What follows belongs to an exercise in optimizing a design on an open flow for small area, a short achievable clock period and few clock cycles per item; a production flow would make more cautious choices. The RTL was checked by simulation tests, not by an equivalence proof against the original design.

==> flow/design.v (excerpt) <==
module sha384_core (
    input  wire         clk,
    input  wire         rst,          
    input  wire         in_valid,
    output wire         in_ready,
    input  wire [63:0]  in_data,
    input  wire         in_first,     
    output wire         out_valid,
    output wire [383:0] out_digest
);
    localparam [63:0] IV0 = 64'hcbbb9d5dc1059ed8, IV1 = 64'h629a292a367cd507,
                      IV2 = 64'h9159015a3070dd17, IV3 = 64'h152fecd8f70e5939,
                      IV4 = 64'h67332667ffc00b31, IV5 = 64'h8eb44a8768581511,
                      IV6 = 64'hdb0c2e0d64f98fa7, IV7 = 64'h47b5481dbefa4fa4;
    reg  [6:0]  s;             
    reg         u;             
    reg         rnd_q, step0_q, sched_q, fadd_q, fin_q, ivld_q, rdy_q;
    reg         nf;            
    reg         bf;            
    reg         out_valid_q;
    reg  [1023:0] w;
    wire [63:0] w0  = w[  0 +: 64];
    wire [63:0] w1  = w[ 64 +: 64];
    wire [63:0] w9  = w[576 +: 64];
    wire [63:0] w14 = w[896 +: 64];
    wire [63:0] w15 = w[960 +: 64];
    reg  [63:0] a, b, c, d, e, f, g, p;
    reg  [63:0] ha0, ha1, ha2, ha3, he0, he1, he2, he3;
    function [63:0] rotr(input [63:0] x, input integer n);
        rotr = (x >> n) | (x << (64 - n));
    endfunction
    reg  [63:0] kv;
    reg  [63:0] kq;
    wire [6:0]  s_nk;
    always @(*) begin
        case (s_nk)
        7'd0: kv = 64'h428a2f98d728ae22;
        7'd1: kv = 64'h7137449123ef65cd;
        7'd2: kv = 64'hb5c0fbcfec4d3b2f;
        7'd3: kv = 64'he9b5dba58189dbbc;
        7'd4: kv = 64'h3956c25bf348b538;
        7'd5: kv = 64'h59f111f1b605d019;
        7'd6: kv = 64'h923f82a4af194f9b;
  ...
clock: 12.0 ns
lec_check: 0
cap_margin: 20
core_margin: 2
core_utilization: 55
cts_buf_list: sky130_fd_sc_hd__clkbuf_8
setup_slack_margin: 5
slew_margin: 20
synth_memory_max_bits: 16384
run.sh (not shown) runs the stock make flow with config.mk's settings and CLKGATE_MAP_FILE= SYNTH_SCRIPT=/design/flow/synth_recipe.tcl, a recipe that flattens the netlist after the stock synthesis.
The baseline passed the timing, design-rule and antenna checks.
Testbench counts at the start, summed over its fixed seeds: cycles 31,128, items 384.
Edit:
==> flow/flow/run.sh (new file) <==
#!/bin/bash
# Standard ORFS layout (the standard.sh, standard synthesis unchanged), with
# - timing repair asked to leave extra setup slack so the achieved period drops
# - the smallest buffer cell for the port buffers
# - a fanout limit for repair_design (flow/fanout.tcl, sourced before resizing)
set -euo pipefail
bash standard.sh SETUP_SLACK_MARGIN=7.0 \
  "BUFFER_PORTS_ARGS=-buffer_cell sky130_fd_sc_hd__buf_1" \
  "PRE_RESIZE_TCL=$PWD/flow/fanout.tcl" \
  finish > make_finish.log 2>&1
==> flow/flow/fanout.tcl (new file) <==
# Limit fanout so that repair_design splits the wide enable nets into smaller
# buffer trees (large nets are hard for the detailed router to wire cleanly).
set_max_fanout 40 [current_design]
==> flow/standard.sh (new file) <==
#!/bin/bash
# synth_recipe.tcl (not shown) runs the flow's synth.tcl, then flattens the netlist and writes it again
# the make line also repeats each setting of config.mk as NAME=value (left out here)
make -C /OpenROAD-flow-scripts/flow DESIGN_CONFIG=/design/flow/config.mk WORK_HOME=/design/flow/orfs CLKGATE_MAP_FILE= SYNTH_SCRIPT=/design/flow/synth_recipe.tcl "${@:-finish}"
Settings changed: CTS_CLUSTER_DIAMETER set to 50, CTS_CLUSTER_SIZE set to 16, SETUP_SLACK_MARGIN 5 to unset, TNS_END_PERCENT set to 0.
removed: flow/run.sh
Outcome:
- sequential share of layout area increases by 0.41 points
- critical path depth goes down by 11
- die area is unchanged
- flip-flop and latch count is unchanged
- area after synthesis stays the same
- cell area falls by 0.82%
- global-route usage goes up by 0.45 points


Setup of main:
Starting RTL as in the previous note.
clock: 12.0 ns
lec_check: 0
cap_margin: 20
core_margin: 2
core_utilization: 55
cts_buf_list: sky130_fd_sc_hd__clkbuf_8
cts_cluster_diameter: 50
cts_cluster_size: 16
slew_margin: 20
synth_memory_max_bits: 16384
tns_end_percent: 30
standard.sh (not shown) runs the stock make flow with config.mk's settings and CLKGATE_MAP_FILE= SYNTH_SCRIPT=/design/flow/synth_recipe.tcl, a recipe that flattens the netlist after the stock synthesis.
==> flow/flow/run.sh <==
#!/bin/bash
# Standard ORFS layout (the standard.sh, standard synthesis unchanged), with
# - timing repair asked to leave extra setup slack so the achieved period drops
# - the smallest buffer cell for the port buffers
# - a fanout limit for repair_design (flow/fanout.tcl, sourced before resizing)
set -euo pipefail
bash standard.sh SETUP_SLACK_MARGIN=7.0 \
  "BUFFER_PORTS_ARGS=-buffer_cell sky130_fd_sc_hd__buf_1" \
  "PRE_RESIZE_TCL=$PWD/flow/fanout.tcl" \
  finish > make_finish.log 2>&1
==> flow/flow/fanout.tcl <==
# Limit fanout so that repair_design splits the wide enable nets into smaller
# buffer trees (large nets are hard for the detailed router to wire cleanly).
set_max_fanout 40 [current_design]
main has completed all stages; timing, DRC and antenna checks passed.
Testbench counts of main, summed over its fixed seeds: cycles 31,128, items 384.
### main -> the feature branch
- TNS_END_PERCENT: 30 -> 50
--- outcome ---
- The feature branch: number of antenna repair diodes is 19 higher than what main reported.
- The feature branch against main; number of resized instances in the post-cts repair step is up slightly.
- Summed area of non-filler cells in the final layout of main is on par with the feature branch.
- Worst setup path startpoint: e[52] -> the feature branch, e[13] -> main
- The feature branch vs. main: worst hold slack flat; synthesis-to-layout area growth ~0 delta; via count now sits at about the same level; combined flip-flop and latch cell area comparable; critical path depth lower.
- Depth of the worst hold-timing path: the feature branch vs main identical
- Setup WNS main -> the feature branch: worse
- When the feature branch is measured against main, its worst reg2reg path depth turns out 2 lower.


xenon:
sha384_core again, from the RTL that the note above started with.
Settings: LEC_CHECK=0, CAP_MARGIN=20, CORE_MARGIN=2, CORE_UTILIZATION=55, CTS_BUF_LIST=sky130_fd_sc_hd__clkbuf_8, SLEW_MARGIN=20, SYNTH_MEMORY_MAX_BITS=16384; clock period 12.0 ns.
Scripts as last shown in full above: flow/flow/run.sh, flow/flow/fanout.tcl
Testbench counts of xenon, summed over its fixed seeds: cycles 31,128, items 384.
[inputs] garnet vs xenon
- putting CTS_CLUSTER_DIAMETER at 50 where nothing was set
- putting CTS_CLUSTER_SIZE at 16 where nothing was set
- Run comparison: garnet master of the slowest instance on the critical path xor2_1; xenon master of the slowest instance on the critical path fa_1
- Compared with xenon, garnet shows a lower wire length.
- Fmax | garnet vs xenon | garnet slower
- Min shortest clock period the worst path allows after layout across xenon and garnet: xenon
- Area growth from synthesis to final layout ended up 1.7 points lower on garnet than on xenon.
- Final design utilization down 0.93 points in garnet wrt xenon


try-harbor:
Another version of the RTL of sha384_core (not shown whole).
For scale: about 9300 cells after synthesis, about 0.12 mm² of cells after synthesis.
Settings: LEC_CHECK=0, CAP_MARGIN=20, CORE_MARGIN=2, CORE_UTILIZATION=55, CTS_BUF_LIST=sky130_fd_sc_hd__clkbuf_8, CTS_CLUSTER_DIAMETER=50, CTS_CLUSTER_SIZE=16, SLEW_MARGIN=20, SYNTH_MEMORY_MAX_BITS=16384; clock period 12.0 ns.
Scripts as last shown in full above: flow/flow/run.sh, flow/flow/fanout.tcl
try-harbor finished all stages; the layout is clean.
Testbench counts of try-harbor, summed over its fixed seeds: cycles 31,128, items 384.
Input-level comparison between try-indigo and try-harbor:
Settings: TNS_END_PERCENT now 0, previously not set.
==> summary.txt <==
- Layout net count is lower on try-indigo
- [diff] cell area, try-indigo relative to try-harbor: improvement
- In the tables for try-indigo and try-harbor, global-route usage reads lower with try-indigo.
- Met1 demand-to-capacity share in global routing, try-indigo and try-harbor: higher on try-harbor
- In try-indigo, the core utilization came out 2.5 points below the value in try-harbor.
- [compare] base=try-harbor new=try-indigo: peak per-stage delay on the critical path went up; timing-limited maximum frequency went down.

separate check: timing with driven ports:
The flow's constraints put no driver on any port. The routed layouts listed below were extracted and timed again, unchanged, in two steps. Step 1: set_driving_cell puts a clkbuf_16 on clk and a buf_2 on each other input, an assumption about the parent block. Step 2 adds t to the input delays and takes it off the output delays; t is the mean of the earliest and latest rising clock arrival at the registers after step 1. Input paths then give back, and output paths get back, about the clock's delay inside the block. Three values: ideal ports, drivers, drivers and shift; two values: the first two.
run | t, ns | setup WS [ns] | latest minus earliest clock arrival (ns) | slew at the worst register clock pin (ns)
the first run of note 1 | 1.158 | 5.108 / 5.108 / 5.108 | 0.132 / 0.132 | 0.08 / 0.08
the second run of note 1 | 1.113 | 6.251 / 6.251 / 5.474 | 0.087 / 0.088 | 0.11 / 0.11
main | 1.142 | 6.520 / 6.520 / 5.850 | 0.103 / 0.103 | 0.11 / 0.11
the feature branch | 1.126 | 6.502 / 6.502 / 5.921 | 0.098 / 0.098 | 0.11 / 0.11
xenon | 1.163 | 6.546 / 6.546 / 5.953 | 0.129 / 0.129 | 0.07 / 0.07
garnet | 1.148 | 6.472 / 6.472 / 5.978 | 0.113 / 0.114 | 0.11 / 0.11
try-harbor | 1.126 | 6.371 / 6.371 / 6.084 | 0.078 / 0.078 | 0.11 / 0.11
try-indigo | 1.171 | 6.119 / 6.119 / 5.342 | 0.104 / 0.105 | 0.11 / 0.11
After both steps every run listed still meets setup and hold.
